What follows belongs to an exercise in optimizing a design on an open flow for small area and a short achievable clock period; a production flow would make more cautious choices.
In this exercise RTL edits were held to simulation tests only and were not proved equivalent to the original.
No activity file was given, so power comes from the tool's default toggle rates.

## v27
// lane_symbol_path
module lane_symbol_path (
    input  wire        clk,
    input  wire        rst,            
    input  wire        rx_valid,       
    input  wire [19:0] rx_bits,
    input  wire        cdr_lock,       
    input  wire        comma_align,    
    input  wire        bitslip,        
    input  wire        decode_check,   
    output reg         tx_valid,       
    output reg  [19:0] tx_bits,        
    output reg  [1:0]  code_err,       
    output reg  [1:0]  disp_err,       
    output reg         sym_lock,       
    output reg  [3:0]  word_phase      
);
For scale: roughly 57 I/O pins, about 5900 um^2 of cells after synthesis.
export LEC_CHECK = 0
export CAP_MARGIN = 20
export CORE_MARGIN = 2
export CORE_UTILIZATION = 60
export SLEW_MARGIN = 20
create_clock -name core_clock -period 34.0 [get_ports {clk}]
standard.sh (not shown) runs the stock make flow with config.mk's settings and CLKGATE_MAP_FILE= SYNTH_SCRIPT=/design/flow/synth_recipe.tcl, a recipe that flattens the netlist after the stock synthesis.
==> flow/flow/run.sh <==
#!/bin/bash
# Layout flow: the standard ORFS flow (standard.sh, all steps), with
#  - an area-oriented ABC mapping script for the synthesis's logic mapping
#    (the registers are mapped as in the standard synthesis, before ABC),
#  - plain buffers (buf_2) instead of delay buffers on the ports,
#  - an extra setup margin for the flow's repair_timing calls, so that the
#    repair works on the paths that set the achieved period.
# The clock period and constraints are the standard flow's (constraint.sdc, config.mk).
set -euo pipefail
W=$(pwd)
rm -rf "$W/scripts_local"
cp -r "$FLOW_HOME/scripts" "$W/scripts_local"
cp "$W/flow/abc_area_map.script" "$W/scripts_local/abc_speed.script"
export SCRIPTS_DIR="$W/scripts_local"
export BUFFER_PORTS_ARGS="-buffer_cell sky130_fd_sc_hd__buf_2"
if [[ -f "$W/flow/setup_margin" ]]; then
  export SETUP_SLACK_MARGIN=$(cat "$W/flow/setup_margin")
fi
bash standard.sh > "$W/orfs_flow.log" 2>&1
==> flow/flow/abc_area_map.script <==
strash
dc2
dch -f
amap
topo
buffer -c
upsize -c
dnsize -c
==> flow/flow/setup_margin <==
23
v27 was carried through to the last stage, and its layout satisfied the timing, DRC and antenna checks.
diff inputs: v27 => v38
Settings: CORE_UTILIZATION now 40, was 60; ABC_AREA now 1, previously not set.
==> flow/run.sh (new file) <==
#!/bin/bash
# synth_recipe.tcl (not shown) runs the flow's synth.tcl, then flattens the netlist and writes it again
# the make line also repeats each setting of config.mk as NAME=value (left out here)
make -C /OpenROAD-flow-scripts/flow DESIGN_CONFIG=/design/flow/config.mk WORK_HOME=/design/flow/orfs CLKGATE_MAP_FILE= SYNTH_SCRIPT=/design/flow/synth_recipe.tcl finish
removed: flow/flow/run.sh
removed: flow/flow/abc_area_map.script
removed: flow/flow/setup_margin
removed: flow/standard.sh
- Comparing v38 with v27, the maximum clock skew at final layout came out essentially unchanged.
- Between v27 and v38, the part of the cycle the worst path needs is lower for v27.
- v38 vs. v27: routed wire length went up by about 4%, clock buffer instance count of the final layout went down by 1, count of inserted tapcells went up by 96.
- v38 has area of all sequential standard cells below what v27 had.
- In v38 relative to v27, power spent charging and discharging nets had gone up by more than 10%.

---

the reference run:
Another version of the RTL of lane_symbol_path (not shown whole).
Size in the first run: about 770 cells after synthesis, about 60 flip-flops, ~57 I/O pins, ~5200 sq um of cells after synthesis.
==> flow/design.v (excerpt) <==
module lane_symbol_path (
    input  wire        clk,
    input  wire        rst,            
    input  wire        rx_valid,       
    input  wire [19:0] rx_bits,
    input  wire        cdr_lock,       
    input  wire        comma_align,    
    input  wire        bitslip,        
    input  wire        decode_check,   
    output reg         tx_valid,       
    output reg  [19:0] tx_bits,        
    output reg  [1:0]  code_err,       
    output reg  [1:0]  disp_err,       
    output reg         sym_lock,       
    output reg  [3:0]  word_phase      
);
clock: 34.0 ns
lec_check: 0
cap_margin: 20
core_margin: 2
core_utilization: 40
slew_margin: 20
==> flow/flow/run.sh <==
#!/bin/bash
# Layout flow: the standard ORFS flow (standard.sh, all steps), with
#  - an area-oriented ABC mapping script for the synthesis's logic mapping
#    (abc_area_map.script; the registers are mapped as in the standard
#    synthesis, before ABC),
#  - plain buffers (buf_2) instead of delay buffers on the ports,
#  - a smaller clock tree: clkbuf_8 buffers, no dummy loads,
#  - a setup margin for the flow's repair_timing calls a little beyond the
#    slack the layout reaches without it, so that the repair upsizes the
#    weak drivers on the few paths that set the achieved period.
# The clock period and constraints are the standard flow's (constraint.sdc, config.mk).
# Each tool's output is in orfs/logs/; make's own output in orfs_flow.log.
set -euo pipefail
W=$(pwd)
rm -rf "$W/scripts_local"
cp -r "$FLOW_HOME/scripts" "$W/scripts_local"
cp "$W/flow/abc_area_map.script" "$W/scripts_local/abc_speed.script"
export SCRIPTS_DIR="$W/scripts_local"
export BUFFER_PORTS_ARGS="-buffer_cell sky130_fd_sc_hd__buf_2"
export CTS_ARGS="-sink_clustering_enable -repair_clock_nets -buf_list sky130_fd_sc_hd__clkbuf_8 -root_buf sky130_fd_sc_hd__clkbuf_8 -dont_use_dummy_load -sink_clustering_size 20 -sink_clustering_max_diameter 100"
export SETUP_SLACK_MARGIN=22.4
export TNS_END_PERCENT=0
bash standard.sh > "$W/orfs_flow.log" 2>&1
==> flow/flow/abc_area_map.script <==
strash
dc2
dch -f
amap
topo
buffer -c
dnsize -c
Input-level comparison between the trial run and the reference run:
Settings: changing SLEW_MARGIN from 20 to 60.
--- a/flow/flow/run.sh
+++ b/flow/flow/run.sh
@@ -21 +21 @@
-export SETUP_SLACK_MARGIN=22.4
+export SETUP_SLACK_MARGIN=23.0
Notes after the runs:
Any difference in fraction of area in multi-input gates between the reference run and the trial run is small enough to ignore. Changes observed in the trial run relative to the reference run: largest fanout on the critical path decreased by 4 relative to the old numbers, area of all placed cells without fillers increased by 7.4% relative to the old numbers, timing-limited maximum frequency increased by 4.3 MHz relative to the old numbers. For area after synthesis, the reference run and the trial run come out practically identical. [the trial run] sequential power rose about 1% relative to the reference run. As far as number of levels the H-tree was split into goes, the trial run and the reference run are indistinguishable; the numbers are identical. Between the trial run and the reference run, the clock buffer and inverter area fraction after layout figures differ only marginally. Layout overhead on the synthesized area is higher on the trial run. What the reference run reported for overall power consumption has to be multiplied by 1.08 to get the figure for the trial run.

==> separate check: timing with driven ports <==
The results above use ideal ports. As a check the final layouts listed here were re-extracted and re-timed, cells and wires unchanged.
Step 1 sets driving cells, clkbuf_16 on the clock port and buf_2 on the other inputs (assumed; they add their load-dependent delay and slew).
Step 2 also shifts input and output timing later by t, the mid clock arrival at the registers, as if the neighbouring blocks saw the same clock.
Three values: no drivers, after step 1, after step 2; two values: the first two.
| run | t, ns | setup slack, ns | worst setup path after step 2 | clock arrival spread, ns | pins driven straight from the clock port |
|---|---|---|---|---|---|
| v27 | 0.386 | 22.100 / 22.065 / 22.451 | register to output | 0.010 / 0.010 | 1 |
| v38 | 0.385 | 21.938 / 21.895 / 22.280 | register to output | 0.010 / 0.010 | 1 |
| the reference run | 0.382 | 22.528 / 22.542 / 22.160 | input to register | 0.011 / 0.010 | 1 |
| the trial run | 0.381 | 23.072 / 23.037 / 22.900 | input to register | 0.005 / 0.006 | 1 |
After both steps setup and hold are still met in every run listed. The setup slack of the reference run, which loses most, moves by +0.014 ns with the drivers and by -0.368 ns with both steps.
